From an optimization exercise on the open Yosys and OpenROAD flow, aimed at small area, a short achievable clock period and few clock cycles per item; shortcuts taken in it are not production practice.
The RTL was checked by simulation tests, not by an equivalence proof against the original design.
Power and IR drop assume default switching activity.

--- flow/constraint.sdc ---
create_clock -name core_clock -period 20.0 [get_ports {clk}]
set_input_delay 4.0000 -clock core_clock [delete_from_list [all_inputs] [get_ports {clk}]]
set_output_delay 4.0000 -clock core_clock [all_outputs]
set_load 0.01 [all_outputs]
--- flow/design.v ---
module rs136_dec (
    input  wire       clk,
    input  wire       rst,
    input  wire       in_valid,
    input  wire [9:0] in_sym,
    output wire       in_ready,
    output reg        out_valid,
    output reg  [9:0] out_sym,
    output reg        out_last,
    output reg        out_fail,
    output reg  [2:0] out_nerr
);
    localparam N   = 136;
    localparam PL  = 2;              
    localparam RL  = 170;            
    function automatic [9:0] gf_mul(input [9:0] a, input [9:0] b);
        reg [18:0] p;
        integer i;
        begin
            p = 19'd0;
            for (i = 0; i < 10; i = i + 1)
                if (b[i]) p = p ^ ({9'd0, a} << i);
            for (i = 18; i >= 10; i = i - 1)
                if (p[i]) p = p ^ (19'h409 << (i - 10));
            gf_mul = p[9:0];
        end
    endfunction
    function automatic [8:0] pmul5(input [4:0] a, input [4:0] b);
        integer i;
        begin
            pmul5 = 9'd0;
            for (i = 0; i < 5; i = i + 1)
                if (b[i]) pmul5 = pmul5 ^ ({4'd0, a} << i);
        end
    endfunction
    function automatic [9:0] gf_kmul(input [9:0] a, input [9:0] b);
        reg [8:0] lo, hi, md;
        reg [18:0] p;
        integer i;
        begin
            lo = pmul5(a[4:0], b[4:0]);
            hi = pmul5(a[9:5], b[9:5]);
            md = pmul5(a[4:0] ^ a[9:5], b[4:0] ^ b[9:5]) ^ lo ^ hi;
            p  = {hi, 10'd0} ^ ({10'd0, md} << 5) ^ {10'd0, lo};
            for (i = 18; i >= 10; i = i - 1)
                if (p[i]) p = p ^ (19'h409 << (i - 10));
            gf_kmul = p[9:0];
        end
    endfunction
    function automatic [9:0] gf_sq(input [9:0] a);
        reg [18:0] p;
        integer i;
        begin
            p = 19'd0;
            for (i = 0; i < 10; i = i + 1)
                p[2*i] = a[i];
            for (i = 18; i >= 10; i = i - 1)
                if (p[i]) p = p ^ (19'h409 << (i - 10));
            gf_sq = p[9:0];
        end
    endfunction
    function automatic [9:0] gf_sqn(input [9:0] a, input integer n);
        integer i;
        begin
            gf_sqn = a;
            for (i = 0; i < n; i = i + 1)
                gf_sqn = gf_sq(gf_sqn);
        end
    endfunction
    function automatic [9:0] alpha_pow(input integer i);
        case (i)
            0: alpha_pow = 10'h001;
            1: alpha_pow = 10'h002;
            2: alpha_pow = 10'h004;
            3: alpha_pow = 10'h008;
            4: alpha_pow = 10'h010;
            5: alpha_pow = 10'h020;
            6: alpha_pow = 10'h040;
            default: alpha_pow = 10'h080;
        endcase
    endfunction
    function automatic [4:0] g5_mul(input [4:0] a, input [4:0] b);
        reg [8:0] p;
        integer i;
        begin
            p = 9'd0;
            for (i = 0; i < 5; i = i + 1)
                if (b[i]) p = p ^ ({4'd0, a} << i);
            for (i = 8; i >= 5; i = i - 1)
                if (p[i]) p = p ^ (9'h029 << (i - 5));
            g5_mul = p[4:0];
        end
    endfunction
    function automatic [9:0] to_comp(input [9:0] a);
        begin
            to_comp[0] = a[0] ^ a[1] ^ a[2] ^ a[4] ^ a[5] ^ a[8] ^ a[9];
            to_comp[1] = a[3] ^ a[4] ^ a[5] ^ a[6] ^ a[7] ^ a[9];
            to_comp[2] = a[3] ^ a[6];
            to_comp[3] = a[1] ^ a[5] ^ a[6];
            to_comp[4] = a[1] ^ a[4] ^ a[9];
            to_comp[5] = a[7];
            to_comp[6] = a[4] ^ a[6] ^ a[7] ^ a[8] ^ a[9];
            to_comp[7] = a[5] ^ a[7] ^ a[8] ^ a[9];
            to_comp[8] = a[1] ^ a[2] ^ a[6] ^ a[8];
            to_comp[9] = a[1] ^ a[3] ^ a[4] ^ a[6] ^ a[8];
        end
    endfunction
    function automatic [9:0] from_comp(input [9:0] a);
        begin
            from_comp[0] = a[0] ^ a[3] ^ a[4] ^ a[8];
            from_comp[1] = a[1] ^ a[7] ^ a[9];
            from_comp[2] = a[4] ^ a[5] ^ a[6] ^ a[8];
            from_comp[3] = a[1] ^ a[3] ^ a[4] ^ a[5];
            from_comp[4] = a[1] ^ a[3] ^ a[6] ^ a[9];
            from_comp[5] = a[2] ^ a[4] ^ a[5] ^ a[7] ^ a[9];
            from_comp[6] = a[1] ^ a[2] ^ a[3] ^ a[4] ^ a[5];
            from_comp[7] = a[5];
            from_comp[8] = a[2] ^ a[3] ^ a[6] ^ a[7] ^ a[9];
            from_comp[9] = a[3] ^ a[4] ^ a[6] ^ a[7];
        end
    endfunction
    function automatic [4:0] g5_inv(input [4:0] a);
        case (a)
            5'd0: g5_inv = 5'd0;
            5'd1: g5_inv = 5'd1;
            5'd2: g5_inv = 5'd20;
            5'd3: g5_inv = 5'd24;
            5'd4: g5_inv = 5'd10;
            5'd5: g5_inv = 5'd8;
            5'd6: g5_inv = 5'd12;
            5'd7: g5_inv = 5'd29;
            5'd8: g5_inv = 5'd5;
            5'd9: g5_inv = 5'd11;
            5'd10: g5_inv = 5'd4;
            5'd11: g5_inv = 5'd9;
            5'd12: g5_inv = 5'd6;
            5'd13: g5_inv = 5'd28;
            5'd14: g5_inv = 5'd26;
            5'd15: g5_inv = 5'd31;
            5'd16: g5_inv = 5'd22;
            5'd17: g5_inv = 5'd18;
            5'd18: g5_inv = 5'd17;
            5'd19: g5_inv = 5'd23;
            5'd20: g5_inv = 5'd2;
            5'd21: g5_inv = 5'd25;
            5'd22: g5_inv = 5'd16;
            5'd23: g5_inv = 5'd19;
            5'd24: g5_inv = 5'd3;
            5'd25: g5_inv = 5'd21;
            5'd26: g5_inv = 5'd14;
            5'd27: g5_inv = 5'd30;
            5'd28: g5_inv = 5'd13;
            5'd29: g5_inv = 5'd7;
            5'd30: g5_inv = 5'd27;
            5'd31: g5_inv = 5'd15;
            default: g5_inv = 5'd0;
        endcase
    endfunction
    function automatic [9:0] chien_init(input integer j);
        case (j)
            0: chien_init = 10'h001;
            1: chien_init = 10'h20e;
            2: chien_init = 10'h146;
            3: chien_init = 10'h00d;
            default: chien_init = 10'h270;
        endcase
    endfunction
    integer i, j, k;
    reg        in_ready_r;           
    reg        nrdy_r;               
    reg        ins;                  
    reg  [9:0] sym_q;
    reg  [10*RL-1:0] ring;
    assign in_ready = in_ready_r;
    wire [9:0] ring_out = ring[10*RL-1 -: 10];
    always @(posedge clk) begin
        sym_q <= in_sym;
        ring  <= {ring[10*RL-11:0], ins ? sym_q : ring_out};
    end
    reg [7:0] cnt;
    reg [7:0] dins;
    reg [7:0] dcs;
    reg [7:0] incnt;                
    reg       rdy;                  
    wire      cstart = rdy && (dcs == 8'd0);
    reg [1:0] v;
    reg       lst1;                  
    wire      lst0   = (dcs == 8'd0);
    wire      outnow = v[1];
    wire      v0n    = cstart || (v[0] && !lst0);        
    wire [7:0] cnt1 = cnt + {7'd0, ins} - {7'd0, outnow};
    wire       acc  = in_valid && !nrdy_r;
    wire [7:0] cnt2a = cnt1 + 8'd1 - {7'd0, v[0]};
    wire [7:0] cnt2n = cnt1 - {7'd0, v[0]};
    wire       rdy_a = (cnt2a < RL) || v0n;
    wire       rdy_n = (cnt2n == 8'd0) ||
                       (!ins && dins == 8'd2 && ((cnt2n < RL) || v0n));
    always @(posedge clk) begin
        if (rst) begin
            in_ready_r <= 1'b1;
            nrdy_r     <= 1'b0;
            ins        <= 1'b0;
            cnt        <= 8'd0;
            incnt      <= 8'd0;
        end else begin
            in_ready_r <= acc ? rdy_a : rdy_n;
            nrdy_r     <= !(acc ? rdy_a : rdy_n);
            ins        <= acc;
            cnt        <= cnt1;
            if (ins)
                incnt <= (incnt == N - 1) ? 8'd0 : incnt + 8'd1;
        end
        if (ins)
            dins <= 8'd0;
        else
            dins <= (dins == 8'd0) ? RL - 1 : dins - 8'd1;
        if (ins && cnt == 8'd0)
            dcs <= RL - PL - 1;
        else if (cstart)
            dcs <= N - 1;
        else
            dcs <= (dcs == 8'd0) ? RL - 1 : dcs - 8'd1;
    end
    reg  [9:0] syn [0:7];
    reg  [9:0] synf [0:7];
    wire       last_in = ins && (incnt == N - 1);
    always @* begin
        for (i = 0; i < 8; i = i + 1)
            synf[i] = ((incnt == 8'd0) ? 10'd0 : gf_mul(syn[i], alpha_pow(i))) ^ sym_q;
    end
    always @(posedge clk) begin
        if (ins)
            for (i = 0; i < 8; i = i + 1)
                syn[i] <= synf[i];
    end
    reg  [9:0] S   [0:7];
    reg  [9:0] lam [0:4];           
    reg  [9:0] bp  [0:4];           
    reg  [9:0] bprev;               
    reg  [9:0] gam, dlt, accu, lreg, sreg;
    reg  [9:0] om0, om1, om3;
    reg  [3:0] len;
    reg  [2:0] r;
    reg  [2:0] st;
    reg        bm_run, om_run;
    wire       cond = (dlt != 10'd0) && ({len, 1'b0} <= {1'b0, r});
    reg  [3:0] sidx;
    reg  [9:0] ssel;
    always @* begin
        if (om_run)
            sidx = 4'd1 - {1'b0, st};
        else if (r == 3'd7)
            sidx = (st == 3'd4) ? 4'd2 : 4'd3 - {1'b0, st};
        else
            sidx = {1'b0, r} + 4'd1 - {1'b0, st};
        ssel = sidx[3] ? 10'd0 : S[sidx[2:0]];
    end
    wire [9:0] ma   = gf_kmul(gam, lam[0]);
    wire [9:0] mb   = gf_kmul(dlt, bprev);
    wire [9:0] lnew = ma ^ mb;
    wire [9:0] mc   = gf_kmul(lreg, sreg);
    wire [9:0] accn = accu ^ mc;
    wire       bm_end = bm_run && (r == 3'd7) && (st == 3'd4);
    always @(posedge clk) begin
        if (rst) begin
            bm_run <= 1'b0;
            om_run <= 1'b0;
            rdy    <= 1'b0;
        end else begin
            if (cstart)
                rdy <= 1'b0;
            if (last_in) begin
                bm_run <= 1'b1;
                om_run <= 1'b0;
                r      <= 3'd2;
                st     <= 3'd0;
            end else if (bm_run) begin
                if (st == 3'd4) begin
                    st <= 3'd0;
                    r  <= r + 3'd1;
                    if (r == 3'd7) begin
                        bm_run <= 1'b0;
                        om_run <= 1'b1;
                    end
                end else
                    st <= st + 3'd1;
            end else if (om_run) begin
                if (st == 3'd1) begin
                    om_run <= 1'b0;
                    rdy    <= 1'b1;
                end
                st <= st + 3'd1;
            end
        end
        if (!last_in) begin
            for (i = 0; i < 3; i = i + 1)
                bp[i] <= bp[i+1];
            bp[3] <= (st == 3'd1 && !cond) ? 10'd0 : bp[4];
            bp[4] <= (st == 3'd0 || cond) ? lam[0] : bprev;
            bprev <= bm_end ? lam[1] : (om_run && st == 3'd0) ? lam[2] :
                     (st == 3'd4) ? 10'd0 : bp[0];
        end
        if (!last_in) begin
            lreg <= (om_run || bm_end) ? lam[1] : lnew;
            sreg <= ssel;
        end
        if (last_in) begin
            for (i = 0; i < 8; i = i + 1)
                S[i] <= synf[i];
            lam[3] <= 10'd0;
            lam[4] <= 10'd0;
            bp[2]  <= 10'd0;
            bp[3]  <= 10'd0;
            bp[4]  <= 10'd0;
            bprev  <= 10'd0;
            sreg   <= synf[2];
            if (synf[0] != 10'd0) begin
                lam[0] <= synf[0];
                lam[1] <= synf[1];
                lam[2] <= 10'd0;
                bp[0]  <= 10'd0;
                bp[1]  <= 10'd1;
                gam    <= synf[0];
                len    <= 4'd1;
                lreg   <= synf[0];
                accu   <= gf_sq(synf[1]);
            end else begin
                lam[0] <= 10'd1;
                lam[1] <= 10'd0;
                lam[2] <= synf[1];
                bp[0]  <= (synf[1] != 10'd0) ? 10'd1 : 10'd0;
                bp[1]  <= 10'd0;
                bp[2]  <= (synf[1] != 10'd0) ? 10'd0 : 10'd1;
                gam    <= (synf[1] != 10'd0) ? synf[1] : 10'd1;
                len    <= (synf[1] != 10'd0) ? 4'd2 : 4'd0;
                lreg   <= 10'd0;
                accu   <= synf[2];
            end
        end else if (bm_run || om_run) begin
            for (i = 0; i < 4; i = i + 1)
                lam[i] <= lam[i+1];
            lam[4] <= om_run ? lam[0] : lnew;
            accu   <= ((st == (om_run ? 3'd0 : 3'd1)) ? mc : accn) ^
                      ((om_run && st == 3'd1) ? mb : 10'd0);
            if (bm_run) begin
                if (st == 3'd0)
                    dlt <= accn;
                if (st == 3'd4) begin
                    if (cond) begin
                        gam <= dlt;
                        len <= {1'b0, r} + 4'd1 - len;
                    end
                    if (r == 3'd7) begin
                        om3 <= accn;
                        gam <= S[1];
                        dlt <= S[0];
                    end
                end
            end else begin
                if (st == 3'd0) begin
                    om0 <= mb;
                    gam <= S[0];
                end
                if (st[2:1] == 2'd0)
                    om1 <= ((st == 3'd0) ? 10'd0 : om1) ^ ma;
            end
        end
    end
    wire [9:0] lamf [0:4];
    assign lamf[0] = lam[3];
    assign lamf[1] = lam[4];
    assign lamf[2] = lam[0];
    assign lamf[3] = lam[1];
    assign lamf[4] = lam[2];
    reg [9:0] lam_c [0:4];
    reg [9:0] om_c  [0:3];
    reg [3:0] clen, clen_l;
    always @(posedge clk) begin
        if (cstart) begin
            for (j = 0; j < 5; j = j + 1)
                lam_c[j] <= gf_mul(lamf[j], chien_init(j));
            om_c[0] <= om0;
            om_c[1] <= gf_mul(om1, chien_init(1));
            om_c[2] <= gf_mul(accu, chien_init(2));
            om_c[3] <= gf_mul(om3, chien_init(3));
            clen    <= len;
        end else begin
            for (j = 0; j < 5; j = j + 1)
                lam_c[j] <= gf_mul(lam_c[j], alpha_pow(j));
            for (k = 0; k < 4; k = k + 1)
                om_c[k] <= gf_mul(om_c[k], alpha_pow(k));
        end
    end
    wire [9:0] lam_sum = lam_c[0] ^ lam_c[1] ^ lam_c[2] ^ lam_c[3] ^ lam_c[4];
    wire [9:0] lam_odd = lam_c[1] ^ lam_c[3];
    wire [9:0] om_sum  = om_c[0] ^ om_c[1] ^ om_c[2] ^ om_c[3];
    wire       rt1 = (lam_sum == 10'd0);
    wire [9:0] d1  = to_comp(lam_odd);
    wire [9:0] n1  = to_comp(om_sum);
    reg        rt2;
    reg  [4:0] hi2, lo2, ni2;
    reg  [2:0] nroots;
    wire [4:0] nrm = g5_mul(d1[4:0], d1[4:0]) ^ g5_mul(d1[4:0], d1[9:5]) ^
                     g5_mul(d1[9:5], d1[9:5]);
    wire [4:0] t0  = g5_mul(n1[4:0], d1[4:0] ^ d1[9:5]);
    wire [4:0] t1  = g5_mul(n1[9:5], d1[9:5]);
    wire [4:0] t2  = g5_mul(n1[4:0] ^ n1[9:5], d1[4:0]);
    wire [9:0] err = from_comp({g5_mul(hi2, ni2), g5_mul(lo2, ni2)});
    wire [2:0] nroots_tot = nroots + {2'd0, rt2};
    always @(posedge clk) begin
        rt2 <= rt1;
        hi2 <= t2 ^ t0;
        lo2 <= t0 ^ t1;
        ni2 <= g5_inv(nrm);
        if (rst) begin
            v   <= 2'd0;
            lst1 <= 1'b0;
        end else begin
            v[0] <= v0n;
            v[1] <= v[0];
            lst1 <= v[0] && lst0;
        end
        if (v[0] && lst0)
            clen_l <= clen;
        if (v[1]) begin
            nroots <= lst1 ? 3'd0 : nroots_tot;
        end else if (cstart)
            nroots <= 3'd0;
    end
    always @(posedge clk) begin
        out_sym  <= ring_out ^ (rt2 ? err : 10'd0);
        out_last <= v[1] && lst1;
        out_fail <= (clen_l > 4'd4) || ({1'b0, nroots_tot} != clen_l);
        out_nerr <= clen_l[2:0];
        if (rst)
            out_valid <= 1'b0;
        else
            out_valid <= outnow;
    end
endmodule
--- flow/run.sh ---
#!/bin/bash
# synth_recipe.tcl (not shown) runs the flow's synth.tcl, then flattens the netlist and writes it again
# the make line also repeats each setting of config.mk as NAME=value (left out here)
make -C /OpenROAD-flow-scripts/flow DESIGN_CONFIG=/design/flow/config.mk WORK_HOME=/design/flow/orfs CLKGATE_MAP_FILE= SYNTH_SCRIPT=/design/flow/synth_recipe.tcl finish
--- flow/config.mk ---
export PLATFORM = sky130hd
export DESIGN_NAME = rs136_dec
export DESIGN_NICKNAME = rs136_dec
export VERILOG_FILES = /design/flow/design.v
export SDC_FILE = /design/flow/constraint.sdc
export NUM_CORES = 4
export LEC_CHECK = 0
export CAP_MARGIN = 20
export CORE_MARGIN = 2
export CORE_UTILIZATION = 70
export CTS_BUF_LIST = sky130_fd_sc_hd__clkbuf_16
export CTS_CLUSTER_DIAMETER = 50
export CTS_CLUSTER_SIZE = 22
export SLEW_MARGIN = 20
==> results of run 1 <==
[cells in the final DEF, fill, tap and decap left out, drive strengths merged, types with 11 or more instances in the layout]
| cell type | netlist | layout |
|---|---|---|
| nor2 | 308 | 308 |
| clkinv | 0 | 24 |
| a211oi | 14 | 14 |
| ha | 56 | 56 |
| a22oi | 14 | 14 |
| clkdlybuf4s50 | 0 | 29 |
| edfxtp | 291 | 291 |
| o31ai | 14 | 14 |
| o22ai | 14 | 14 |
| o21ai | 164 | 164 |
| a21oi | 122 | 122 |
| o211ai | 15 | 15 |
| xor2 | 247 | 247 |
| a31oi | 27 | 27 |
| and2 | 15 | 15 |
| nor2b | 42 | 42 |
| a222oi | 11 | 11 |
| dfxtp | 1953 | 1953 |
| xnor3 | 30 | 30 |
| nand3 | 32 | 32 |
| nand2 | 528 | 528 |
| mux2i | 53 | 53 |
| and3 | 18 | 18 |
| mux2 | 26 | 26 |
| xnor2 | 652 | 652 |
| inv | 109 | 152 |
| nor3 | 30 | 30 |
| clkbuf | 159 | 154 |
| buf | 38 | 32 |
| nand2b | 12 | 12 |
[routing by layer]
| metal | wire length, um | vias to the layer above | track usage |
|---|---|---|---|
| met5 | 0 | - | 0 |
| met4 | 5282 | 0 | 0.1099 |
| met2 | 62810 | 1026 | 0.4508 |
| li1 | - | 16480 | - |
| met1 | 54510 | 16380 | 0.3495 |
| met3 | 7397 | 313 | 0.04672 |
[flip-flops by register name, indices dropped and copies added (netlist names), 10 cells and up]
register,flops
dlt,10
syn,80
ring,1700
om3,10
gam,10
lreg,10
sreg,10
sym_q,10
bprev,10
S,80
accu,10
om_c,40
om1,10
lam_c,50
lam,50
om0,10
bp,50
out_sym,10
[area by class of cell]
cell class                      count  area, um^2  share of cell area
Clock buffer                      154        3854             0.05306
Clock inverter                     75       867.1             0.01194
Inverter                          109       411.6            0.005668
Multi-Input combinational cell   2552       17540              0.2416
Sequential cell                  2244       47840              0.6587
Tap cell                         1265        1583             0.02179
Timing Repair Buffer               61       530.5            0.007304
[kinds of logic (layout without fill, tap and decap cells)]
kind of cell / after synthesis / count (layout) / synth area share
flops: 2244 / 2244 / 0.7190
compound gates: 443 / 443 / 0.03959
simple gates: 1034 / 1034 / 0.06548
buf+inv: 306 / 399 / 0.01781
xor+xnor: 934 / 934 / 0.1333
mux: 81 / 81 / 0.01324
fa+ha+maj: 60 / 60 / 0.01158
[power by group through the flow]
stage	registers, mW	clock network, mW	logic, mW
after CTS	4.83	3.14	1.14
after global placement	4.92	0	1.03
final	4.82	3.08	1.14
after global routing	4.84	3.29	1.24
after floorplan	4.90	0	0.887
after detailed placement	4.93	0	1.06
[worst min-delay path by stage]
stage / slack (ns) / from / to
floorplan: 0.31 / ring[990] / ring[1000]
global placement: 0.31 / ring[548] / ring[558]
detailed placement: 0.31 / ring[1252] / ring[1262]
CTS: 0.31 / ring[658] / ring[668]
global route: 0.32 / ring[471] / ring[481]
finish: 0.31 / ring[672] / ring[682]
[stage by stage]
stage	instance area [um^2]	hold WS (ns)	cells	setup slack [ns]
floorplan	66530	0.3096	5102	14.12
global placement	67910	0.3096	6231	14.61
detailed placement	67910	0.3121	6231	14.62
CTS	72630	0.3061	6460	14.31
global route	72630	0.3163	6460	14.31
finish	72630	0.3124	6460	14.36
==> summary.txt, run 1 <==
Outcome
  • Status: finished clean

Timing
  • RSZ-0062 raised after global routing: no
  • Tmin final: 5.636 ns
  • FMAX: 177.4 MHz
  • Max Slew Vio Count: 0
  • Worst slew pin tran: 1.056 ns
  • Max_slew headroom: 0.2936
  • Worst Clk Skew: 0.02583 ns
  • Final Hold Fails: 0
  • Final Setup Violations: 0
  • TNS Setup: 0 ns
  • Fin crit share: 0.2818

Power
  • Sequential share of power: 0.534
  • Pwr Density: 124.5 nW/um^2
  • Peak supply drop: 0.2070 mV
  • Tot Pwr: 9.040 mW
  • Leak: 28.26 nW
  • Power share of the clock group: 0.340
  • Sw frac: 0.2531
  • Power Internal: 6.752 mW
  • Gate power share: 0.126
  • NetSw: 2.288 mW

Clock network
  • Post-CTS Hold Fix Bufs: 0
  • Sink Count: 2,244
  • CTS root buffer: clkbuf_16
  • Post-CTS Resized: 0
  • Clock tree from TritonCTS: done
  • Post-CTS Setup Bufs: 0
  • Worst-skew pair later-pin latency: 0.78 ns
  • Clk slew on worst S/H paths: 0.09 ns
  • H-tree level count: 4
  • Max Root-Sink Buffers: 3
  • Clock buffer count from CTS: 148

Worst setup path
  • R2R Path End: ni2[1]
  • Element type at the critical path end: primary output
  • Req. time, crit path: 16.00 ns
  • R2R setup slack: 15.10 ns
  • Crit path launch: out_sym[6]
  • CP bufs+invs: 1
  • Reg2Reg Depth: 14
  • Worst r2r src: lam_c[3][1]
  • Worst Setup Start Kind: flop
  • Arrival @ worst endpoint: 1.64 ns
  • Critical-path top delay cell: clkdlybuf4s50_1
  • Critical path's largest stage delay: 0.53 ns
  • Kind of critical path: reg -> out
  • Critical path, cell by cell: clkdlybuf4s50_1
  • Critical Path Stages: 1
  • Top delay family on crit path: buffers and inverters
  • CP endpoint: out_sym[6]
  • Worst-path maximum fanout: 1

Min path
  • Worst hold path type: reg -> reg
  • Worst Hold Depth: 0

Cells and area
  • NumNets Final: 5,188
  • Filler instances: 5,682
  • Antenna cell count: 0
  • Final Util: 0.7679
  • Share of cells above drive strength 1: 0.06102
  • Area delta synth->final: 9.164%

Logic synthesis
  • Most numerous cell in the Yosys netlist: dfxtp_1
  • Post-synthesis net count: 5,174
  • Async S/R FF share, synth: 0
  • Synth cell types: 70
  • Mapped Cells: 5,102
  • Synth cell count leaders: dfxtp_1, xnor2_1, nand2_1
  • YS warnings: 8
  • Syn_area_per_cell: 13.04 um^2
  • Ranking of synthesized cells by area: dfxtp_1, edfxtp_1, xnor2_1
  • Top-area cell type share of the netlist area: 0.5876
  • Register area share after synthesis: 0.7190
  • Primary FF master, synth: dfxtp_1
  • #FFs+latches synth: 2,244
  • Post-synth top area cell: dfxtp_1
  • Cell area after synthesis: 66,530 um^2
  • Number of synthesized flops with an enable pin: 291

Floorplan
  • Core Footprint: 94,590 um^2
  • Num rows: 113
  • Initial Utilization: 0.7034
  • Die width: 312.3 um
  • Number of I/O pins: 30
  • Die area: 97,530 um^2
  • Die height: 312.3 um

Route
  • Via total after detailed routing: 34,190
  • DR DRC count: 0
  • Average wire per standard cell: 20.12 um
  • Initial DRC count: 3,047
  • Drt total wl: 130,000 um
  • Antenna-violating nets left: 0
  • Drt pass-1 iters: 6
  • Avg Vias per Cell: 5.293

Global route
  • First-pass GRT wire length: 201,000 um
  • Initial antenna violation count: 4
  • Remaining global-route overflow: 0
  • Vias in the first global route: 34,590
  • Largest net degree at the start of global routing: 127
  • GRT Total Usage: 0.2692

Placed design
  • Hpwl dp: 79,670 um
  • GPL Wtd Cong: 0.8936
  • # port buffers: 29

Job
  • Max_cap viols: 0
Testbench counts, summed over its fixed seeds: cycles 27,488, items 192.
==> run 2, diff against run 1 <==
--- a/flow/config.mk
+++ b/flow/config.mk
@@ -8,7 +8,8 @@
 export CAP_MARGIN = 20
 export CORE_MARGIN = 2
 export CORE_UTILIZATION = 70
-export CTS_BUF_LIST = sky130_fd_sc_hd__clkbuf_16
+export CTS_BUF_LIST = sky130_fd_sc_hd__clkbuf_8
 export CTS_CLUSTER_DIAMETER = 50
-export CTS_CLUSTER_SIZE = 22
+export CTS_CLUSTER_SIZE = 16
+export PLACE_DENSITY = 0.85
 export SLEW_MARGIN = 20
==> run 2 against run 1 <==
Compared with the run above: still clean; combinational power barely moved; die area did not move; clock power fell by 27%; routed wire length fell by 8.9%; largest power group unchanged.
==> summary.txt, run 2 <==
Cells and area
  • Final Util: 0.7495 (was 0.7679)
  • Most common cell after layout, fill and taps aside: dfxtp_1 (unchanged)
  • Largest register FFs: 1,700 (unchanged)
  • Largest regs: ring: 1700 flops, S: 80 flops, syn: 80 flops (unchanged)
  • Area delta synth->final: 6.548% (was 9.164%)
  • Share of cells above drive strength 1: 0.06119 (was 0.06102)
  • Most frequent cells in the layout: dfxtp_1, xnor2_1, nand2_1 (unchanged)
  • Top reg by flops: ring (unchanged)
  • NumNets Final: 5,211 (was 5,188)

Logic synthesis
  • Adder-Cell Fraction of Synth Area: 0.01158 (unchanged)
  • Compound-Gate Fraction of Synth Area: 0.03959 (unchanged)
  • Post-Synth XOR/XNOR Area: 0.1333 (unchanged)
  • Cell area after synthesis: 66,530 um^2 (unchanged)
  • YS warnings: 8 (unchanged)
  • Mapped Cells: 5,102 (unchanged)
  • Synth cell types: 70 (unchanged)
  • Most numerous cell in the Yosys netlist: dfxtp_1 (unchanged)
  • #FFs+latches synth: 2,244 (unchanged)
  • Async S/R FF share, synth: 0 (unchanged)
  • Primary FF master, synth: dfxtp_1 (unchanged)
  • Synth Area in Simple Gates: 0.06548 (unchanged)
  • Mux cell area share after synthesis: 0.01324 (unchanged)
  • Post-synth top area cell: dfxtp_1 (unchanged)
  • Main combinational cell family by area after synthesis: XOR/XNOR gates (unchanged)
  • Register area share after synthesis: 0.7190 (unchanged)
  • Synth cell count leaders: dfxtp_1, xnor2_1, nand2_1 (unchanged)
  • Top-area cell type share of the netlist area: 0.5876 (unchanged)
  • Ranking of synthesized cells by area: dfxtp_1, edfxtp_1, xnor2_1 (unchanged)
  • Post-synthesis net count: 5,174 (unchanged)
  • Syn_area_per_cell: 13.04 um^2 (unchanged)
  • Number of synthesized flops with an enable pin: 291 (unchanged)

Timing
  • Final Hold Fails: 0 (unchanged)
  • TNS Setup: 0 ns (unchanged)
  • Fin crit share: 0.2886 (was 0.2818)
  • Hold slack: 0.3069 ns (was 0.3124 ns)
  • Worst Clk Skew: 0.03510 ns (was 0.02583 ns)
  • Worst slew pin tran: 1.233 ns (was 1.056 ns)
  • FMAX: 173.3 MHz (was 177.4 MHz)
  • Max Slew Vio Count: 0 (unchanged)
  • Final Setup Violations: 0 (unchanged)
  • Max_slew headroom: 0.1751 (was 0.2936)
  • RSZ-0062 raised after global routing: no (unchanged)
  • Tmin final: 5.771 ns (was 5.636 ns)

Clock network
  • Clk slew on worst S/H paths: 0.09 ns (about the same)
  • Post-CTS Resized: 0 (unchanged)
  • Clock tree from TritonCTS: done (unchanged)
  • Worst-skew pair later-pin latency: 0.89 ns (was 0.78 ns)
  • Post-CTS Hold Fix Bufs: 0 (unchanged)
  • Clock buffer count from CTS: 170 (was 148)
  • Post-CTS Setup Bufs: 0 (unchanged)
  • H-tree level count: 4 (unchanged)
  • Max Root-Sink Buffers: 3 (unchanged)
  • CTS root buffer: clkbuf_8 (was clkbuf_16)
  • Sink Count: 2,244 (unchanged)

Power
  • Tot Pwr: 8.184 mW (was 9.040 mW)
  • Peak supply drop: 0.1118 mV (was 0.2070 mV)
  • Sequential share of power: 0.589 (was 0.534)
  • Leak: 27.50 nW (was 28.26 nW)
  • Pwr Density: 115.4 nW/um^2 (was 124.5 nW/um^2)
  • Power Internal: 6.118 mW (was 6.752 mW)
  • Gate power share: 0.137 (was 0.126)
  • Power share of the clock group: 0.274 (was 0.340)
  • Sw frac: 0.2524 (was 0.2531)
  • NetSw: 2.065 mW (was 2.288 mW)

Global route
  • Largest net degree at the start of global routing: 102 (was 127)
  • First-pass GRT wire length: 184,600 um (was 201,000 um)
  • Initial antenna violation count: 6 (was 4)
  • Remaining global-route overflow: 0 (unchanged)
  • GRT Total Usage: 0.2433 (was 0.2692)
  • Vias in the first global route: 33,830 (was 34,590)

Route
  • Average wire per standard cell: 18.33 um (was 20.12 um)
  • DR DRC count: 0 (unchanged)
  • Drt pass-1 iters: 12 (was 6)
  • Antenna-violating nets left: 0 (unchanged)
  • Drt total wl: 118,500 um (was 130,000 um)
  • Via total after detailed routing: 34,160 (was 34,190)
  • Initial DRC count: 3,209 (was 3,047)
  • Avg Vias per Cell: 5.284 (was 5.293)

Floorplan
  • Num rows: 113 (unchanged)
  • Die height: 312.3 um (unchanged)
  • Die width: 312.3 um (unchanged)
  • Core Footprint: 94,590 um^2 (unchanged)
  • Initial Utilization: 0.7034 (unchanged)
  • Number of I/O pins: 30 (unchanged)
  • Die area: 97,530 um^2 (unchanged)

Worst setup path
  • Critical Path Stages: 1 (unchanged)
  • Worst r2r src: lam_c[3][1] (unchanged)
  • CP bufs+invs: 1 (unchanged)
  • Critical-path top delay cell: clkdlybuf4s50_1 (unchanged)
  • Worst-path maximum fanout: 1 (unchanged)
  • Top delay family on crit path: buffers and inverters (unchanged)
  • Kind of critical path: reg -> out (unchanged)
  • Critical path's largest stage delay: 0.54 ns (was 0.53 ns)
  • Arrival @ worst endpoint: 1.77 ns (was 1.64 ns)
  • Element type at the critical path end: primary output (unchanged)
  • Crit path launch: out_sym[0] (was out_sym[6])
  • R2R setup slack: 15.06 ns (was 15.10 ns)
  • Critical path, cell by cell: clkdlybuf4s50_1 (unchanged)
  • Reg2Reg Depth: 15 (was 14)
  • CP endpoint: out_sym[0] (was out_sym[6])
  • Req. time, crit path: 16.00 ns (about the same)
  • Worst Setup Start Kind: flop (unchanged)
  • R2R Path End: ni2[2] (was ni2[1])

Placed design
  • # port buffers: 29 (unchanged)
  • Hpwl dp: 78,050 um (was 79,670 um)
  • GPL Wtd Cong: 0.9226 (was 0.8936)

Job
  • Max_cap viols: 0 (unchanged)

Outcome
  • Status: finished clean (unchanged)

Min path
  • Worst hold path type: reg -> reg (unchanged)
## run 2: cell type report
type,instances,area (um^2)
timing repair buffer,62,538.0
sequential,2244,47840
antenna,2,5.005
tap,1265,1583
inverter,109,411.6
fill,5786,23700
multi-input combinational,2552,17550
clock inverter,55,551.8
clock buffer,175,2409
## run 2: metrics by stage
stage               instances  setup slack (ns)  cell area, um^2
floorplan                5102             14.12            66530
global placement         6232             14.60            67920
detailed placement       6232             14.56            67920
CTS                      6462             14.12            70880
global route             6463             14.15            70890
finish                   6464             14.23            70890
## run 2: how the worst min path moves through the flow
stage | start | end | slack, ns | cells past startpoint
2_1_floorplan | ring[990] | ring[1000] | 0.31 | 0
3_3_place_gp | ring[712] | ring[722] | 0.31 | 0
3_5_place_dp | ring[1243] | ring[1253] | 0.31 | 0
4_1_cts | ring[299] | ring[309] | 0.31 | 0
5_1_grt | ring[189] | ring[199] | 0.32 | 0
6_report | ring[299] | ring[309] | 0.31 | 0
## run 2: power by group through the flow
| stage | clock, mW | sequential [mW] | combinational [mW] |
|---|---|---|---|
| floorplan | 0 | 4.90 | 0.887 |
| global placement | 0 | 4.92 | 1.02 |
| detailed placement | 0 | 4.93 | 1.09 |
| CTS | 2.31 | 4.82 | 1.11 |
| global route | 2.47 | 4.84 | 1.21 |
| finish | 2.25 | 4.82 | 1.12 |
## run 2: cell families (layout without fill, tap and decap cells)
family,after synthesis,count (layout)
flops,2244,2244
simple gates,1034,1034
xor+xnor,934,934
compound gates,443,443
buf+inv,306,401
mux,81,81
fa+ha+maj,60,60
other cells,0,2
## run 2: per-layer routing
layer	up-vias	global-route usage	wire length, um
li1	16450	-	-
met1	16090	0.3249	50190
met2	1268	0.3831	54090
met3	344	0.05255	9075
met4	0	0.1139	5131
met5	-	0	0
==> run 3, diff against run 2 <==
--- a/flow/config.mk
+++ b/flow/config.mk
@@ -9,7 +9,6 @@
 export CORE_MARGIN = 2
 export CORE_UTILIZATION = 70
 export CTS_BUF_LIST = sky130_fd_sc_hd__clkbuf_8
-export CTS_CLUSTER_DIAMETER = 50
-export CTS_CLUSTER_SIZE = 16
-export PLACE_DENSITY = 0.85
+export CTS_CLUSTER_DIAMETER = 40
+export CTS_CLUSTER_SIZE = 14
 export SLEW_MARGIN = 20
==> run 3 against run 2 <==
Compared with the run above: sequential cell count is the same; clock power grew 13%; sequential power is essentially flat; maximum frequency grew 0.69%; critical path type unchanged.
==> summary.txt, run 3 <==
Cells and area
  • NumNets Final: 5,245 (was 5,211)
  • Largest register FFs: 1,700 (unchanged)
  • Final Instance Area: 71,640 um^2 (was 70,890 um^2)
  • Filler instances: 5,881 (was 5,786)
  • Most frequent cells in the layout: dfxtp_1, xnor2_1, nand2_1 (unchanged)
  • Largest regs: ring: 1700 flops, S: 80 flops, syn: 80 flops (unchanged)
  • Non-filler cells, final: 6,520 (was 6,464)
  • Top reg by flops: ring (unchanged)
  • Share of cells above drive strength 1: 0.07252 (was 0.06119)
  • Most common cell after layout, fill and taps aside: dfxtp_1 (unchanged)
  • Area delta synth->final: 7.678% (was 6.548%)

Route
  • Antenna-violating nets left: 0 (unchanged)
  • Initial DRC count: 2,829 (was 3,209)
  • Via total after detailed routing: 33,810 (was 34,160)
  • Average wire per standard cell: 18.52 um (was 18.33 um)
  • Drt total wl: 120,800 um (was 118,500 um)
  • Drt pass-1 iters: 8 (was 12)
  • Avg Vias per Cell: 5.186 (was 5.284)
  • DR DRC count: 0 (unchanged)

Worst setup path
  • Critical path's largest stage delay: 0.53 ns (was 0.54 ns)
  • Req. time, crit path: 16.00 ns (about the same)
  • Top delay family on crit path: buffers and inverters (unchanged)
  • Worst Setup Start Kind: flop (unchanged)
  • Arrival @ worst endpoint: 1.73 ns (was 1.77 ns)
  • Worst r2r src: lam_c[3][1] (unchanged)
  • R2R Path End: ni2[2] (unchanged)
  • Element type at the critical path end: primary output (unchanged)
  • Kind of critical path: reg -> out (unchanged)
  • Critical path, cell by cell: clkdlybuf4s50_1 (unchanged)
  • Reg2Reg Depth: 15 (unchanged)
  • Critical-path top delay cell: clkdlybuf4s50_1 (unchanged)
  • CP bufs+invs: 1 (unchanged)
  • R2R setup slack: 15.28 ns (was 15.06 ns)
  • Worst-path maximum fanout: 1 (unchanged)

Power
  • Peak supply drop: 0.2078 mV (was 0.1118 mV)
  • Pwr Density: 117.7 nW/um^2 (was 115.4 nW/um^2)
  • Tot Pwr: 8.436 mW (was 8.184 mW)
  • Leak: 27.85 nW (was 27.50 nW)

Clock network
  • Sink Count: 2,244 (unchanged)
  • H-tree level count: 4 (unchanged)
  • Post-CTS Hold Fix Bufs: 0 (unchanged)
  • Clock buffer count from CTS: 205 (was 170)
  • Clock tree from TritonCTS: done (unchanged)
  • Worst-skew pair later-pin latency: 0.90 ns (was 0.89 ns)
  • Post-CTS Resized: 0 (unchanged)
  • Max Root-Sink Buffers: 3 (unchanged)
  • Clk slew on worst S/H paths: 0.09 ns (about the same)
  • Post-CTS Setup Bufs: 0 (unchanged)
  • CTS root buffer: clkbuf_8 (unchanged)

Floorplan
  • Number of I/O pins: 30 (unchanged)
  • Die area: 97,530 um^2 (unchanged)
  • Core Footprint: 94,590 um^2 (unchanged)
  • Num rows: 113 (unchanged)
  • Die width: 312.3 um (unchanged)
  • Die height: 312.3 um (unchanged)
  • Initial Utilization: 0.7034 (unchanged)

Placed design
  • Hpwl dp: 79,670 um (was 78,050 um)
  • DP Cell Count: 6,231 (was 6,232)
  • Placed Area: 67,910 um^2 (was 67,920 um^2)
  • GPL Wtd Cong: 0.8936 (was 0.9226)
  • # port buffers: 29 (unchanged)

Timing
  • Max_slew headroom: 0.2814 (was 0.1751)
  • Worst Clk Skew: 0.03420 ns (was 0.03510 ns)
  • Fin crit share: 0.2866 (was 0.2886)
  • Final Hold Fails: 0 (unchanged)
  • Tmin final: 5.732 ns (was 5.771 ns)
  • Worst slew pin tran: 1.073 ns (was 1.233 ns)
  • Hold slack: 0.3071 ns (was 0.3069 ns)
  • RSZ-0062 raised after global routing: no (unchanged)
  • Max Slew Vio Count: 0 (unchanged)
  • Final Setup Violations: 0 (unchanged)
  • TNS Setup: 0 ns (unchanged)
  • FMAX: 174.5 MHz (was 173.3 MHz)

Logic synthesis
  • Most numerous cell in the Yosys netlist: dfxtp_1 (unchanged)
  • Top-area cell type share of the netlist area: 0.5876 (unchanged)
  • #FFs+latches synth: 2,244 (unchanged)
  • Post-synth top area cell: dfxtp_1 (unchanged)
  • Syn_area_per_cell: 13.04 um^2 (unchanged)
  • Ranking of synthesized cells by area: dfxtp_1, edfxtp_1, xnor2_1 (unchanged)
  • YS warnings: 8 (unchanged)
  • Register area share after synthesis: 0.7190 (unchanged)
  • Synth cell count leaders: dfxtp_1, xnor2_1, nand2_1 (unchanged)
  • Synth cell types: 70 (unchanged)
  • Number of synthesized flops with an enable pin: 291 (unchanged)
  • Post-synthesis net count: 5,174 (unchanged)
  • Primary FF master, synth: dfxtp_1 (unchanged)
  • Cell area after synthesis: 66,530 um^2 (unchanged)
  • Mapped Cells: 5,102 (unchanged)
  • Async S/R FF share, synth: 0 (unchanged)

Job
  • Max_cap viols: 0 (unchanged)

Global route
  • Vias in the first global route: 33,790 (was 33,830)
  • First-pass GRT wire length: 188,900 um (was 184,600 um)
  • Remaining global-route overflow: 0 (unchanged)
  • GRT Total Usage: 0.2501 (was 0.2433)
  • Largest net degree at the start of global routing: 127 (was 102)
  • Initial antenna violation count: 5 (was 6)

Outcome
  • Status: finished clean (unchanged)

Min path
  • Worst Hold Depth: 0 (unchanged)
  • Hold EP: ring[1265] (was ring[309])
  • Worst hold path type: reg -> reg (unchanged)
  • Min-delay src: ring[1255] (was ring[299])
## run 3: changes by cell type in the layout (fill, tap and decap cells not counted), moves of 3 or more
cell        change
inv_6          +11
clkinv_4        +6
inv_1           -8
clkinvlp_4      +3
inv_4           +4
inv_8           +6
clkbuf_8       +35
## run 3: final cells by class
cell class	count	area (um^2)	area share
sequential	2244	47840	0.6678
multi-input combinational	2552	17540	0.2449
clock buffer	210	2890	0.04034
tap	1265	1583	0.02209
clock inverter	78	839.6	0.01172
timing repair buffer	61	530.5	0.007405
inverter	109	411.6	0.005746
antenna	1	2.502	0.00003493
## run 3: power by group
| part | internal [mW] | switching (mW) | leakage (nW) |
|---|---|---|---|
| clock network | 1.09 | 1.45 | 1.93 |
| registers | 4.73 | 0.0900 | 18.5 |
| logic | 0.499 | 0.572 | 7.42 |
| total | 6.32 | 2.12 | 27.8 |
## run 3: how the worst max path moves through the flow
stage,from,endpoint,cells after the start
2_1_floorplan,ins,S[0][0],5
4_1_cts,out_sym[1],out_sym[1],1
5_1_grt,out_sym[9],out_sym[9],1
3_5_place_dp,rst,in_ready_r,4
3_3_place_gp,rst,in_ready_r,4
6_report,out_sym[5],out_sym[5],1
## run 3: per-layer routing
| layer | vias up | track usage | wire [um] | share of wire |
|---|---|---|---|---|
| met4 | 0 | 0.1022 | 4337 | 0.036 |
| met2 | 1018 | 0.4014 | 56320 | 0.47 |
| met5 | - | 0 | 0 | 0 |
| li1 | 16570 | - | - | - |
| met3 | 251 | 0.04685 | 7070 | 0.059 |
| met1 | 15980 | 0.3380 | 53020 | 0.44 |
## run 3: metrics by stage
stage / utilization / setup WS, ns
CTS: 0.7574 / 14.17
floorplan: - / 14.12
global route: 0.7574 / 14.18
global placement: 0.7180 / 14.61
finish: 0.7574 / 14.27
detailed placement: 0.7180 / 14.62
## run 3: cells by family after synthesis
family,count (synthesis),share of synthesized area
buf+inv,306,0.01781
fa+ha+maj,60,0.01158
xor+xnor,934,0.1333
simple gates,1034,0.06548
mux,81,0.01324
flops,2244,0.7190
compound gates,443,0.03959
==> run 4, diff against run 3 <==
--- a/flow/design.v
+++ b/flow/design.v
@@ -12,7 +12,7 @@
 );
     localparam N   = 136;
     localparam PL  = 2;              
-    localparam RL  = 170;            
+    localparam RL  = 169;            
     function automatic [9:0] gf_mul(input [9:0] a, input [9:0] b);
         reg [18:0] p;
         integer i;
@@ -207,7 +207,7 @@
             nrdy_r     <= !(acc ? rdy_a : rdy_n);
             ins        <= acc;
             cnt        <= cnt1;
-            if (ins)
+            if (acc)
                 incnt <= (incnt == N - 1) ? 8'd0 : incnt + 8'd1;
         end
         if (ins)
@@ -223,13 +223,14 @@
     end
     reg  [9:0] syn [0:7];
     reg  [9:0] synf [0:7];
-    wire       last_in = ins && (incnt == N - 1);
+    wire       acc_ok  = acc && !rst;
+    wire       last_in = acc_ok && (incnt == N - 1);
     always @* begin
         for (i = 0; i < 8; i = i + 1)
-            synf[i] = ((incnt == 8'd0) ? 10'd0 : gf_mul(syn[i], alpha_pow(i))) ^ sym_q;
+            synf[i] = ((incnt == 8'd0) ? 10'd0 : gf_mul(syn[i], alpha_pow(i))) ^ in_sym;
     end
     always @(posedge clk) begin
-        if (ins)
+        if (acc_ok)
             for (i = 0; i < 8; i = i + 1)
                 syn[i] <= synf[i];
     end
--- a/flow/config.mk
+++ b/flow/config.mk
@@ -9,6 +9,6 @@
 export CORE_MARGIN = 2
 export CORE_UTILIZATION = 70
 export CTS_BUF_LIST = sky130_fd_sc_hd__clkbuf_8
-export CTS_CLUSTER_DIAMETER = 40
-export CTS_CLUSTER_SIZE = 14
+export CTS_CLUSTER_DIAMETER = 50
+export CTS_CLUSTER_SIZE = 16
 export SLEW_MARGIN = 20
==> run 4 against run 3 <==
Compared with the run above: total power decreased by 8.6%; final cell count about the same; critical endpoint is now om0[8]; setup slack got worse by 0.66 ns; global-route usage decreased by 0.17 points; sequential power about the same; combinational power decreased by 43%; first-iteration DRC count increased by 7.1%; count of clock-buffer cells in the layout decreased by 29; clock power decreased by 9.4%; largest power group unchanged.
==> summary.txt, run 4 <==
Outcome
  • Status: finished clean (unchanged)

Worst setup path
  • Top delay family on crit path: buffers and inverters (unchanged)
  • Req. time, crit path: 20.59 ns (was 16.00 ns)
  • Critical-path top delay cell: buf_4 (was clkdlybuf4s50_1)
  • Critical path, cell by cell: clkdlybuf4s50_1 -> nand2b_1 -> nor2_1 -> nand3_1 -> or2_2 -> inv_6 -> buf_4 -> nor4b_2 (was clkdlybuf4s50_1)
  • Arrival @ worst endpoint: 6.98 ns (was 1.73 ns)
  • Critical path's largest stage delay: 0.68 ns (was 0.53 ns)
  • Worst-path maximum fanout: 71 (was 1)
  • CP bufs+invs: 3 (was 1)
  • Worst Setup Start Kind: input port (was flop)
  • Kind of critical path: in -> reg (was reg -> out)
  • Element type at the critical path end: flop (was primary output)

Timing
  • FMAX: 156.5 MHz (was 174.5 MHz)
  • Max Slew Vio Count: 0 (unchanged)
  • Worst slew pin tran: 1.150 ns (was 1.073 ns)
  • Hold slack: 0.3097 ns (was 0.3071 ns)
  • Fin crit share: 0.3194 (was 0.2866)
  • Final Hold Fails: 0 (unchanged)
  • Max_slew headroom: 0.2333 (was 0.2814)
  • Worst Clk Skew: 0.03793 ns (was 0.03420 ns)
  • RSZ-0062 raised after global routing: no (unchanged)
  • Final Setup Violations: 0 (unchanged)
  • Tmin final: 6.388 ns (was 5.732 ns)
  • TNS Setup: 0 ns (unchanged)

Route
  • DR DRC count: 0 (unchanged)
  • Drt total wl: 119,400 um (was 120,800 um)
  • Via total after detailed routing: 33,750 (was 33,810)
  • Avg Vias per Cell: 5.180 (was 5.186)
  • Average wire per standard cell: 18.33 um (was 18.52 um)
  • Drt pass-1 iters: 7 (was 8)
  • Antenna-violating nets left: 0 (unchanged)
  • Initial DRC count: 3,029 (was 2,829)

Clock network
  • Post-CTS Resized: 0 (unchanged)
  • Max Root-Sink Buffers: 3 (unchanged)
  • Clock tree from TritonCTS: done (unchanged)
  • Clk slew on worst S/H paths: 0.10 ns (was 0.09 ns)
  • Worst-skew pair later-pin latency: 0.88 ns (was 0.90 ns)
  • Sink Count: 2,234 (was 2,244)
  • Post-CTS Hold Fix Bufs: 0 (unchanged)
  • Post-CTS Setup Bufs: 0 (unchanged)
  • Clock buffer count from CTS: 174 (was 205)
  • H-tree level count: 4 (unchanged)
  • CTS root buffer: clkbuf_8 (unchanged)

Floorplan
  • Initial Utilization: 0.7077 (was 0.7034)
  • Die height: 311.6 um (was 312.3 um)
  • Num rows: 112 (was 113)
  • Die area: 97,110 um^2 (was 97,530 um^2)
  • Core Footprint: 93,610 um^2 (was 94,590 um^2)
  • Number of I/O pins: 30 (unchanged)
  • Die width: 311.6 um (was 312.3 um)

Cells and area
  • Area delta synth->final: 6.818% (was 7.678%)
  • Largest regs: ring: 1690 flops, S: 80 flops, syn: 80 flops (was ring: 1700 flops, S: 80 flops, syn: 80 flops)
  • Most common cell after layout, fill and taps aside: dfxtp_1 (unchanged)
  • Largest register FFs: 1,690 (was 1,700)
  • Share of cells above drive strength 1: 0.06145 (was 0.07252)
  • NumNets Final: 5,258 (was 5,245)
  • Most frequent cells in the layout: dfxtp_1, xnor2_1, nand2_1 (unchanged)
  • Non-filler cells, final: 6,516 (was 6,520)
  • Top reg by flops: ring (unchanged)

Logic synthesis
  • Async S/R FF share, synth: 0 (unchanged)
  • Post-synth top area cell: dfxtp_1 (unchanged)
  • Primary FF master, synth: dfxtp_1 (unchanged)
  • Top-area cell type share of the netlist area: 0.5872 (was 0.5876)
  • Most numerous cell in the Yosys netlist: dfxtp_1 (unchanged)
  • Post-synthesis net count: 5,229 (was 5,174)
  • Number of synthesized flops with an enable pin: 291 (unchanged)
  • Mapped Cells: 5,158 (was 5,102)
  • Register area share after synthesis: 0.7191 (was 0.7190)
  • Synth cell types: 74 (was 70)
  • Synth cell count leaders: dfxtp_1, xnor2_1, nand2_1 (unchanged)
  • Ranking of synthesized cells by area: dfxtp_1, edfxtp_1, xnor2_1 (unchanged)
  • #FFs+latches synth: 2,234 (was 2,244)
  • Cell area after synthesis: 66,240 um^2 (was 66,530 um^2)
  • YS warnings: 8 (unchanged)
  • Syn_area_per_cell: 12.84 um^2 (was 13.04 um^2)

Min path
  • Worst hold path type: reg -> reg (unchanged)

Power
  • Leak: 27.16 nW (was 27.85 nW)
  • Peak supply drop: 0.1745 mV (was 0.2078 mV)
  • Pwr Density: 108.9 nW/um^2 (was 117.7 nW/um^2)

Placed design
  • DP Cell Count: 6,265 (was 6,231)
  • Hpwl dp: 79,080 um (was 79,670 um)
  • GPL Wtd Cong: 0.9330 (was 0.8936)
  • # port buffers: 29 (unchanged)

Global route
  • First-pass GRT wire length: 187,000 um (was 188,900 um)
  • Vias in the first global route: 33,110 (was 33,790)
  • Initial antenna violation count: 3 (was 5)
  • GRT Total Usage: 0.2484 (was 0.2501)
  • Remaining global-route overflow: 0 (unchanged)
  • Largest net degree at the start of global routing: 111 (was 127)

Job
  • Max_cap viols: 0 (unchanged)
-- run 4: cell count changes after synthesis, sizes merged, moves of 11 or more --
cell	change
nor2b	-35
a31oi	-11
o21ai	+40
xor2	-17
buf	-13
and2	+31
xnor3	-19
clkbuf	+19
nor2	-23
a21oi	-19
nand2	+76
xnor2	+55
inv	-20
a222oi	-11
-- run 4: cell type report --
class	count	area, um^2
fillers	5998	22850
multi-input cells	2630	17560
flip-flops and latches	2234	47640
inverters	91	346.6
clock buffers	181	2491
repair buffers	56	493.0
clock inverters	64	649.4
diodes	6	15.01
well taps	1254	1569
-- run 4: per-layer routing --
| layer | wire (um) | vias to the layer above | track usage |
|---|---|---|---|
| met5 | 0 | - | 0 |
| met4 | 3986 | 0 | 0.09834 |
| met3 | 8439 | 252 | 0.04832 |
| met2 | 52950 | 1142 | 0.3795 |
| met1 | 54030 | 15750 | 0.3528 |
| li1 | - | 16610 | - |
-- run 4: path summary, 6_finish.rpt --
check                                 start   endpoint  slack, ns  depth (start not counted)
worst min-delay path              ring[520]  ring[530]       0.31                          0
worst min register to register    ring[520]  ring[530]       0.31                          0
worst max-delay path               in_valid     om0[8]      13.61                          8
worst max register to register  lam_c[3][2]     ni2[0]      14.83                         17
-- run 4: cells by family after synthesis --
kind of cell,after synthesis,share of synthesized area
AO/OA/AOI/OAI,458,0.04102
XOR/XNOR,948,0.1303
adder cells (fa/ha/maj),59,0.01145
buffers and inverters,294,0.01687
flip-flops,2234,0.7191
multiplexers,77,0.01228
AND/OR/NAND/NOR,1088,0.06900
-- run 4: power breakdown --
| group | internal (mW) | leakage (nW) | switching, mW | total (mW) |
|---|---|---|---|---|
| Combinational | 0.246 | 7.08 | 0.364 | 0.611 |
| Clock | 0.918 | 1.67 | 1.39 | 2.31 |
| Sequential | 4.71 | 18.4 | 0.0795 | 4.79 |
-- run 4: per-stage QoR --
stage | setup WS (ns) | cell area, um^2 | util | power (mW)
finish | 13.61 | 70760 | 0.7559 | 7.709
detailed placement | 12.78 | 67590 | 0.7220 | 5.495
CTS | 13.68 | 70730 | 0.7556 | 7.765
global placement | 12.84 | 67580 | 0.7220 | 5.478
global route | 13.52 | 70760 | 0.7559 | 8.018
floorplan | 10.83 | 66240 | - | 5.343
Testbench counts of run 4, summed over its fixed seeds: cycles 27,480, items 192.
==> run 5, diff against run 4 <==
--- a/flow/config.mk
+++ b/flow/config.mk
@@ -8,7 +8,7 @@
 export CAP_MARGIN = 20
 export CORE_MARGIN = 2
 export CORE_UTILIZATION = 70
-export CTS_BUF_LIST = sky130_fd_sc_hd__clkbuf_8
+export CTS_BUF_LIST = sky130_fd_sc_hd__clkbuf_4 sky130_fd_sc_hd__clkbuf_8
 export CTS_CLUSTER_DIAMETER = 50
 export CTS_CLUSTER_SIZE = 16
 export SLEW_MARGIN = 20
==> run 5 against run 4 <==
Compared with the run above: routed wire length rose by 0.23%; clock power barely moved; via count rose by 0.23%; register-to-register slack improved by 0.04 ns; setup slack got worse by 0.0034 ns; non-clock buffer count did not move; count of clock-buffer cells in the layout rose by 15; critical endpoint unchanged.
==> summary.txt, run 5 <==
Job
  • Max_cap viols: 0 (unchanged)

Timing
  • RSZ-0062 raised after global routing: no (unchanged)
  • Max_slew headroom: 0.2355 (was 0.2333)
  • Fin crit share: 0.3196 (was 0.3194)
  • TNS Setup: 0 ns (unchanged)
  • Final Hold Fails: 0 (unchanged)
  • Max Slew Vio Count: 0 (unchanged)
  • Final Setup Violations: 0 (unchanged)
  • Tmin final: 6.391 ns (was 6.388 ns)
  • Worst Clk Skew: 0.04575 ns (was 0.03793 ns)
  • FMAX: 156.5 MHz (about the same)
  • Worst slew pin tran: 1.147 ns (was 1.150 ns)

Global route
  • Vias in the first global route: 33,150 (was 33,110)
  • Largest net degree at the start of global routing: 111 (unchanged)
  • Remaining global-route overflow: 0 (unchanged)
  • Initial antenna violation count: 3 (unchanged)
  • First-pass GRT wire length: 187,200 um (was 187,000 um)
  • GRT Total Usage: 0.2486 (was 0.2484)

Cells and area
  • Area delta synth->final: 6.900% (was 6.818%)
  • Share of cells above drive strength 1: 0.06431 (was 0.06145)
  • Most frequent cells in the layout: dfxtp_1, xnor2_1, nand2_1 (unchanged)
  • Top reg by flops: ring (unchanged)
  • Largest register FFs: 1,690 (unchanged)
  • Non-filler cells, final: 6,515 (was 6,516)
  • Largest regs: ring: 1690 flops, S: 80 flops, syn: 80 flops (unchanged)
  • Most common cell after layout, fill and taps aside: dfxtp_1 (unchanged)
  • NumNets Final: 5,258 (unchanged)

Worst setup path
  • Element type at the critical path end: flop (unchanged)
  • Critical path's largest stage delay: 0.69 ns (was 0.68 ns)
  • Critical-path top delay cell: buf_4 (unchanged)
  • R2R setup slack: 14.87 ns (was 14.83 ns)
  • Worst r2r src: lam_c[3][2] (unchanged)
  • R2R Path End: ni2[0] (unchanged)
  • Reg2Reg Depth: 17 (unchanged)
  • Req. time, crit path: 20.58 ns (was 20.59 ns)
  • Critical path, cell by cell: clkdlybuf4s50_1 -> nand2b_1 -> nor2_1 -> nand3_1 -> or2_2 -> inv_6 -> buf_4 -> nor4b_2 (unchanged)
  • Worst Setup Start Kind: input port (unchanged)
  • Kind of critical path: in -> reg (unchanged)
  • Arrival @ worst endpoint: 6.98 ns (about the same)
  • Worst-path maximum fanout: 71 (unchanged)
  • Top delay family on crit path: buffers and inverters (unchanged)
  • CP bufs+invs: 3 (unchanged)

Logic synthesis
  • Number of synthesized flops with an enable pin: 291 (unchanged)
  • Post-synth top area cell: dfxtp_1 (unchanged)
  • Ranking of synthesized cells by area: dfxtp_1, edfxtp_1, xnor2_1 (unchanged)
  • Most numerous cell in the Yosys netlist: dfxtp_1 (unchanged)
  • #FFs+latches synth: 2,234 (unchanged)
  • Top-area cell type share of the netlist area: 0.5872 (unchanged)
  • Register area share after synthesis: 0.7191 (unchanged)
  • YS warnings: 8 (unchanged)
  • Mapped Cells: 5,158 (unchanged)
  • Async S/R FF share, synth: 0 (unchanged)
  • Primary FF master, synth: dfxtp_1 (unchanged)
  • Synth cell count leaders: dfxtp_1, xnor2_1, nand2_1 (unchanged)
  • Cell area after synthesis: 66,240 um^2 (unchanged)
  • Synth cell types: 74 (unchanged)
  • Syn_area_per_cell: 12.84 um^2 (unchanged)
  • Post-synthesis net count: 5,229 (unchanged)

Clock network
  • Post-CTS Hold Fix Bufs: 0 (unchanged)
  • Post-CTS Setup Bufs: 0 (unchanged)
  • Worst-skew pair later-pin latency: 0.89 ns (was 0.88 ns)
  • Max Root-Sink Buffers: 3 (unchanged)
  • H-tree level count: 4 (unchanged)
  • Clk slew on worst S/H paths: 0.09 ns (was 0.10 ns)
  • Post-CTS Resized: 0 (unchanged)
  • CTS root buffer: clkbuf_8 (unchanged)
  • Clock buffer count from CTS: 174 (unchanged)
  • Sink Count: 2,234 (unchanged)
  • Clock tree from TritonCTS: done (unchanged)

Floorplan
  • Die area: 97,110 um^2 (unchanged)
  • Core Footprint: 93,610 um^2 (unchanged)
  • Num rows: 112 (unchanged)
  • Die width: 311.6 um (unchanged)
  • Number of I/O pins: 30 (unchanged)
  • Die height: 311.6 um (unchanged)
  • Initial Utilization: 0.7077 (unchanged)

Route
  • Via total after detailed routing: 33,830 (was 33,750)
  • DR DRC count: 0 (unchanged)
  • Drt total wl: 119,700 um (was 119,400 um)
  • Drt pass-1 iters: 6 (was 7)
  • Avg Vias per Cell: 5.193 (was 5.180)
  • Average wire per standard cell: 18.37 um (was 18.33 um)
  • Antenna-violating nets left: 0 (unchanged)
  • Initial DRC count: 2,902 (was 3,029)

Outcome
  • Status: finished clean (unchanged)

Placed design
  • Hpwl dp: 79,080 um (unchanged)
  • DP Cell Count: 6,265 (unchanged)
  • GPL Wtd Cong: 0.9330 (unchanged)
  • # port buffers: 29 (unchanged)

Min path
  • Min-delay src: ring[520] (unchanged)
  • Hold EP: ring[530] (unchanged)
  • Worst hold path type: reg -> reg (unchanged)
  • Worst Hold Depth: 0 (unchanged)

Power
  • Peak supply drop: 0.1744 mV (was 0.1745 mV)
  • Leak: 27.15 nW (was 27.16 nW)
  • Pwr Density: 109.3 nW/um^2 (was 108.9 nW/um^2)
run 5: cell counts after synthesis:
Identical to the previous run, type by type.
run 5: routing by layer:
metal  global-route usage  up-vias  wire length (um)
li1                     -    16630                 -
met1               0.3527    15870             54310
met2               0.3797     1069             52780
met3              0.04865      266              8353
met4              0.09889        0              4231
met5                    0        -                 0
run 5: through the flow:
step / utilization / worst slack (ns) / hold WS [ns] / area [um^2] / power (mW)
3_3_place_gp: 0.7220 / 12.84 / 0.3095 / 67580 / 5.478
2_1_floorplan: - / 10.83 / 0.3096 / 66240 / 5.343
6_report: 0.7565 / 13.61 / 0.3089 / 70820 / 7.740
3_5_place_dp: 0.7220 / 12.78 / 0.3121 / 67590 / 5.495
5_1_grt: 0.7564 / 13.52 / 0.3012 / 70810 / 8.046
4_1_cts: 0.7562 / 13.68 / 0.2941 / 70790 / 7.793
run 5: kinds of logic (layout without fill, tap and decap cells):
family                   count (synthesis)  in the layout  synth area share
other                                    0              5                 0
AO/OA/AOI/OAI                          458            458           0.04102
buffers and inverters                  294            392           0.01687
adder cells (fa/ha/maj)                 59             59           0.01145
AND/OR/NAND/NOR                       1088           1088           0.06900
flip-flops                            2234           2234            0.7191
multiplexers                            77             77           0.01228
XOR/XNOR                               948            948            0.1303
run 5: how the worst max path moves through the flow:
stage,from,end,slack (ns),cells after the start
after CTS,in_valid,om1[6],13.68,8
after detailed placement,in_valid,om1[9],12.78,8
after global routing,in_valid,om0[8],13.52,8
final,in_valid,om0[8],13.61,8
after floorplan,in_valid,st[0],10.83,3
after global placement,in_valid,om1[3],12.84,8
run 5: final cells by class:
| cell class | count | area [um^2] |
|---|---|---|
| well taps | 1254 | 1569 |
| multi-input cells | 2630 | 17560 |
| inverters | 91 | 346.6 |
| fillers | 5979 | 22790 |
| flip-flops and latches | 2234 | 47640 |
| clock buffers | 196 | 2604 |
| clock inverters | 49 | 593.1 |
| repair buffers | 56 | 493.0 |
| diodes | 5 | 12.51 |
run 5: power breakdown:
group	switching, mW	internal (mW)
sequential	0.0794	4.71
clock	1.39	0.946
combinational	0.364	0.246

==> separate check: timing with driven ports <==
How much do the figures lean on ideal ports? The routed layouts below were timed once more, with nothing changed but the port constraints.
Step 1 sets driving cells, clkbuf_16 on the clock port and buf_2 on the other inputs (assumed; they add their load-dependent delay and slew).
Step 2 times the ports against the registers' clock, not the clock port: input delays grow and output delays shrink by t, the midpoint of the rising clock arrivals with the driver on.
Three values: no drivers, after step 1, after step 2; two values: the first two.
| run | shift t [ns] | slack for setup (ns) | worst hold slack (ns) |
|---|---|---|---|
| run 1 | 0.830 | 14.364 / 14.293 / 14.586 | 0.312 / 0.312 / 0.312 |
| run 2 | 0.932 | 14.229 / 14.162 / 14.567 | 0.307 / 0.307 / 0.307 |
| run 3 | 0.949 | 14.268 / 14.201 / 14.595 | 0.307 / 0.307 / 0.307 |
| run 4 | 0.935 | 13.612 / 13.642 / 12.707 | 0.310 / 0.310 / 0.310 |
| run 5 | 0.935 | 13.609 / 13.639 / 12.704 | 0.309 / 0.309 / 0.309 |
After both steps setup and hold are still met in every run listed.
